This design comes from an exercise in tuning for small area, a short achievable clock period and few clock cycles on the open sky130 flow, not from production work. Function was checked by simulation only, so behaviour that the tests miss may differ from the original.

## hive_fpu
module hive_fpu (
    input  wire        clk,
    input  wire        rst,
    input  wire        in_valid,
    output wire        in_ready,
    input  wire [4:0]  in_op,
    input  wire [31:0] in_a,
    input  wire [31:0] in_b,
    input  wire [31:0] in_c,
    output reg         out_valid,
    output reg  [31:0] out_result
);
    localparam [31:0] CANON_NAN = 32'h7FC0_0000;
    localparam [4:0] OP_FADD = 5'h00, OP_FSUB = 5'h01, OP_FMUL = 5'h02,
                     OP_FMIN = 5'h05, OP_FMAX = 5'h06, OP_FABS = 5'h07,
                     OP_FNEG = 5'h08, OP_FCSGN = 5'h09, OP_FEQ = 5'h0A,
                     OP_FLT = 5'h0B, OP_FLE = 5'h0C, OP_FTOI = 5'h0D,
                     OP_ITOF = 5'h0E, OP_UTOF = 5'h0F, OP_FMA = 5'h10,
                     OP_FMS = 5'h11;
    assign in_ready = 1'b1;
    wire in_addsub = (in_op == OP_FADD) || (in_op == OP_FSUB);
    wire in_ftoi   = (in_op == OP_FTOI);
    reg [31:0] fa_in, fb_in, fc_in;
    always @(*) begin
        fa_in = in_ftoi ? 32'h4180_0000 : in_a;
        fb_in = in_addsub ? 32'h3F80_0000 : in_b;
        case (in_op)
            OP_FTOI: fc_in = in_a;
            OP_FADD: fc_in = in_b;
            OP_FSUB: fc_in = {~in_b[31], in_b[30:0]};
            OP_FMUL: fc_in = 32'h8000_0000;
            OP_FMS:  fc_in = {~in_c[31], in_c[30:0]};
            default: fc_in = in_c;
        endcase
    end
    wire [24:0] bx = {1'b1, in_b[22:0], 1'b0};
    reg  [11:0] bneg_in, bone_in, btwo_in;
    integer q;
    always @(*) begin
        for (q = 0; q < 12; q = q + 1) begin
            bneg_in[q] = in_addsub ? (q == 11) : bx[2*q+2] & ~(bx[2*q+1] & bx[2*q]);
            bone_in[q] = ~in_addsub & (bx[2*q+1] ^ bx[2*q]);
            btwo_in[q] = in_addsub ? (q == 11) : (bx[2*q+2] & ~bx[2*q+1] & ~bx[2*q]) |
                                                 (~bx[2*q+2] & bx[2*q+1] & bx[2*q]);
        end
    end
    wire signed [9:0] d_in = $signed({2'd0, in_b[30:23]}) - $signed({2'd0, in_c[30:23]});
    reg        v1, itof1, quick1;
    reg signed [9:0] d1;
    reg        adds1;
    reg [4:0]  op1;
    reg [31:0] a1, b1, c1;
    reg [11:0] bneg1, bone1, btwo1;
    always @(posedge clk) begin
        if (rst) v1 <= 1'b0;
        else     v1 <= in_valid;
        op1   <= in_op;
        itof1 <= (in_op == OP_ITOF) || (in_op == OP_UTOF);
        quick1 <= (in_op >= OP_FMIN) && (in_op <= OP_FLE);
  ...
==> flow/config.mk <==
export PLATFORM = sky130hd
export DESIGN_NAME = hive_fpu
export DESIGN_NICKNAME = hive_fpu
export VERILOG_FILES = /design/flow/design.v
export SDC_FILE = /design/flow/constraint.sdc
export NUM_CORES = 4
export LEC_CHECK = 0
export ABC_CLOCK_PERIOD_IN_PS = 4500
export CAP_MARGIN = 20
export CORE_MARGIN = 2
export CORE_UTILIZATION = 55
export PLACE_DENSITY = 0.7
export SETUP_SLACK_MARGIN = 0
export SLEW_MARGIN = 65
==> flow/constraint.sdc <==
create_clock -name core_clock -period 22.0 [get_ports {clk}]
set_input_delay 4.4000 -clock core_clock [delete_from_list [all_inputs] [get_ports {clk}]]
set_output_delay 4.4000 -clock core_clock [all_outputs]
set_load 0.01 [all_outputs]
run.sh (not shown) runs the stock make flow with config.mk's settings and CLKGATE_MAP_FILE= SYNTH_SCRIPT=/design/flow/synth_recipe.tcl, a recipe that flattens the netlist after the stock synthesis.
Testbench counts at the start, summed over its fixed seeds: cycles 25,988.
Edit:
--- a/flow/config.mk
+++ b/flow/config.mk
@@ -10,5 +10,5 @@
 export CORE_MARGIN = 2
-export CORE_UTILIZATION = 55
-export PLACE_DENSITY = 0.7
+export CORE_UTILIZATION = 62
+export PLACE_DENSITY = 0.78
 export SETUP_SLACK_MARGIN = 0
-export SLEW_MARGIN = 65
+export SLEW_MARGIN = 60
The new run produced a clean layout.
Setup slack is worse by 0.17 ns.
Design area fell by 1.9%.
Edit:
--- a/flow/config.mk
+++ b/flow/config.mk
@@ -10,5 +10,5 @@
 export CORE_MARGIN = 2
-export CORE_UTILIZATION = 62
-export PLACE_DENSITY = 0.78
+export CORE_UTILIZATION = 55
+export PLACE_DENSITY = 0.7
 export SETUP_SLACK_MARGIN = 0
-export SLEW_MARGIN = 60
+export SLEW_MARGIN = 55
Core utilization shrinks by 7.5 points.
Clock-buffer cell count shrinks by 15.
Non-clock buffer count shrinks by 5.
Sequential cell count is unchanged.
Edit:
--- a/flow/config.mk
+++ b/flow/config.mk
@@ -10,5 +10,5 @@
 export CORE_MARGIN = 2
-export CORE_UTILIZATION = 55
-export PLACE_DENSITY = 0.7
+export CORE_UTILIZATION = 48
+export PLACE_DENSITY = 0.62
 export SETUP_SLACK_MARGIN = 0
-export SLEW_MARGIN = 55
+export SLEW_MARGIN = 60
Outcome: Setup slack degrades by 0.14 ns. Wire length grows by a few percent. Global-route usage goes down by 4.6 points. Maximum frequency drops by a few percent. Utilization drops by 7.7 points. Cell area grows slightly. Synthesized cell count does not change. Die area increases by about a fifth. Sequential share of layout area hardly moves.
Edit:
--- a/flow/config.mk
+++ b/flow/config.mk
@@ -10,4 +10,4 @@
 export CORE_MARGIN = 2
-export CORE_UTILIZATION = 48
-export PLACE_DENSITY = 0.62
+export CORE_UTILIZATION = 55
+export PLACE_DENSITY = 0.7
 export SETUP_SLACK_MARGIN = 0
Outcome: The new run finished with timing, DRC and antenna clean. Wire length went down by a few percent. Register-to-register slack gains 0.28 ns. Via count barely changes. Setup slack gains 0.19 ns. Core utilization went up by 8.1 points. Synthesized area does not change. Die area went down by roughly a tenth. Synthesized cell count does not change. Sequential share of layout area barely changes.

Setup of the previous run:
Another version of the RTL of hive_fpu (not shown whole).
For scale: ~470 flip-flops, ~47000 µm² of cells after synthesis.
Settings: LEC_CHECK=0, ABC_CLOCK_PERIOD_IN_PS=4500, CAP_MARGIN=20, CORE_MARGIN=2, CORE_UTILIZATION=60, PLACE_DENSITY=0.75, SETUP_SLACK_MARGIN=0, SLEW_MARGIN=40; clock period 22.0 ns.
The previous run: no failed stages, no open violations at the end
Testbench counts of the previous run, summed over its fixed seeds: cycles 28,016.
Setup changes, the previous run to the current run
-- flow/config.mk --
<<< the previous run, line 11
export CORE_UTILIZATION = 60
export PLACE_DENSITY = 0.75
>>> the current run, line 11
export CORE_UTILIZATION = 55
export PLACE_DENSITY = 0.7
<<< the previous run, line 14
export SLEW_MARGIN = 40
>>> the current run, line 14
export SLEW_MARGIN = 60
### Flow results
The current run: done, clean on timing, DRC and antenna
The current run vs. the previous run: via count saw a decrease; minimum hold slack roughly the same.
Sort the current run and the previous run by clock skew, ascending, and the current run comes first.
Going from the previous run to the current run, the worst slack at placement was found to have gone up by 0.24 ns.
Between the previous run and the current run, the sequential cell area does not differ in any meaningful way.

hive_fpu, a different RTL version from the one above (not shown whole).
Size: ~5,700 cells after synthesis, about 140 I/O pins, roughly 46,000 um^2 of cells after synthesis.
clock: 22.0 ns
lec_check: 0
abc_clock_period_in_ps: 4500
cap_margin: 0
core_margin: 2
core_utilization: 48
place_density: 0.62
setup_slack_margin: 0
slew_margin: 60
Testbench counts at the start, summed over its fixed seeds: cycles 25,988.
Change:
Settings changed: CAP_MARGIN 0 to 20, GPL_ROUTABILITY_DRIVEN from default to 0.
Outcome: The changed run passed the timing, design-rule and antenna checks. Final area fell by 0.59%. Die area is unchanged.

hive_fpu, a different RTL version from the one above (not shown whole).
Size in the first run: roughly 6100 cells after synthesis, ~140 I/O pins, roughly 49000 um2 of cells after synthesis.
==> flow/config.mk <==
export PLATFORM = sky130hd
export DESIGN_NAME = hive_fpu
export DESIGN_NICKNAME = hive_fpu
export VERILOG_FILES = /design/flow/design.v
export SDC_FILE = /design/flow/constraint.sdc
export NUM_CORES = 4
export LEC_CHECK = 0
export ABC_CLOCK_PERIOD_IN_PS = 4500
export CAP_MARGIN = 20
export CORE_MARGIN = 2
export CORE_UTILIZATION = 62
export PLACE_DENSITY = 0.78
export SETUP_SLACK_MARGIN = 0
export SLEW_MARGIN = 60
==> flow/constraint.sdc <==
create_clock -name core_clock -period 22.0 [get_ports {clk}]
set_input_delay 4.4000 -clock core_clock [delete_from_list [all_inputs] [get_ports {clk}]]
set_output_delay 4.4000 -clock core_clock [all_outputs]
set_load 0.01 [all_outputs]
The baseline passed the timing, design-rule and antenna checks.
Testbench counts at the start, summed over its fixed seeds: cycles 25,988.
Next try:
--- a/flow/config.mk
+++ b/flow/config.mk
@@ -11,2 +11,2 @@
-export CORE_UTILIZATION = 62
-export PLACE_DENSITY = 0.78
+export CORE_UTILIZATION = 55
+export PLACE_DENSITY = 0.7
Core utilization shrinks by 7.1 points.
Worst hold slack improves by 0.0045 ns.

run 1:
hive_fpu again, from the RTL that the note above started with.
Settings: LEC_CHECK=0, ABC_CLOCK_PERIOD_IN_PS=4500, CAP_MARGIN=20, CORE_MARGIN=2, CORE_UTILIZATION=55, PLACE_DENSITY=0.7, SETUP_SLACK_MARGIN=0, SLEW_MARGIN=50; clock period 22.0 ns.
Testbench counts of run 1, summed over its fixed seeds: cycles 25,988.
diff inputs: run 1 => run 2
- swapping 0.7 for 0.62 in PLACE_DENSITY
- swapping 50 for 60 in SLEW_MARGIN
- swapping 55 for 48 in CORE_UTILIZATION
- Run 2 has completed all stages; timing, DRC and antenna checks passed.
- Cell area: run 2 vs run 1 up about 1.9%
- Compared to run 1, run 2 has routing usage on met2 7.5 points lower.
- Comparing run 1 and run 2, share of cell area taken by flip-flops and latches is lower on run 2.
- Looking only at number of antenna violations at the first check in global routing, and setting everything else aside, the higher value of run 1 and run 2 goes to run 1.
- From run 1 to run 2 the numbers moved as follows: effective utilization at floorplan now sits lower, register-to-register slack up 0.32 ns, non-clock buffer count higher, share of cell area taken by muxes after synthesis neither gained nor lost much.

[static timing again, ports no longer ideal]
The results above use ideal ports. As a check the final layouts listed here were re-extracted and re-timed, cells and wires unchanged.
Step 1 assumes that a clkbuf_16 drives the clock port and a buf_2 every other input.
Step 2 adds t to the input delays and takes it off the output delays; t is the mean of the earliest and latest rising clock arrival at the registers after step 1. Input paths then give back, and output paths get back, about the clock's delay inside the block.
Slacks: ideal ports / drivers / drivers and shift; pairs: ideal ports / drivers.
run	t, ns	setup slack, ns	slew at the worst register clock pin (ns)
the first run of note 1	0.724	15.994 / 15.935 / 15.396	0.09 / 0.09
the second run of note 1	0.702	15.819 / 15.819 / 15.387	0.07 / 0.07
the third run of note 1	0.728	15.895 / 15.895 / 15.409	0.07 / 0.07
the fourth run of note 1	0.706	15.750 / 15.750 / 15.424	0.07 / 0.07
the fifth run of note 1	0.742	15.942 / 15.870 / 15.347	0.07 / 0.07
the previous run	0.712	15.373 / 15.373 / 15.258	0.10 / 0.10
the current run	0.708	15.723 / 15.723 / 15.525	0.08 / 0.08
the first run of note 3	0.703	15.752 / 15.779 / 15.076	0.07 / 0.07
the second run of note 3	0.697	15.720 / 15.753 / 15.056	0.07 / 0.07
the first run of note 4	0.699	15.972 / 15.972 / 15.420	0.07 / 0.07
the second run of note 4	0.720	15.918 / 15.918 / 15.526	0.08 / 0.08
run 1	0.719	15.679 / 15.679 / 15.529	0.07 / 0.07
run 2	0.730	15.994 / 15.947 / 15.635	0.09 / 0.09
After both steps every run listed still meets setup and hold. The setup slack of the first run of note 3, which loses most, moves by +0.027 ns with the drivers and by -0.676 ns with both steps.
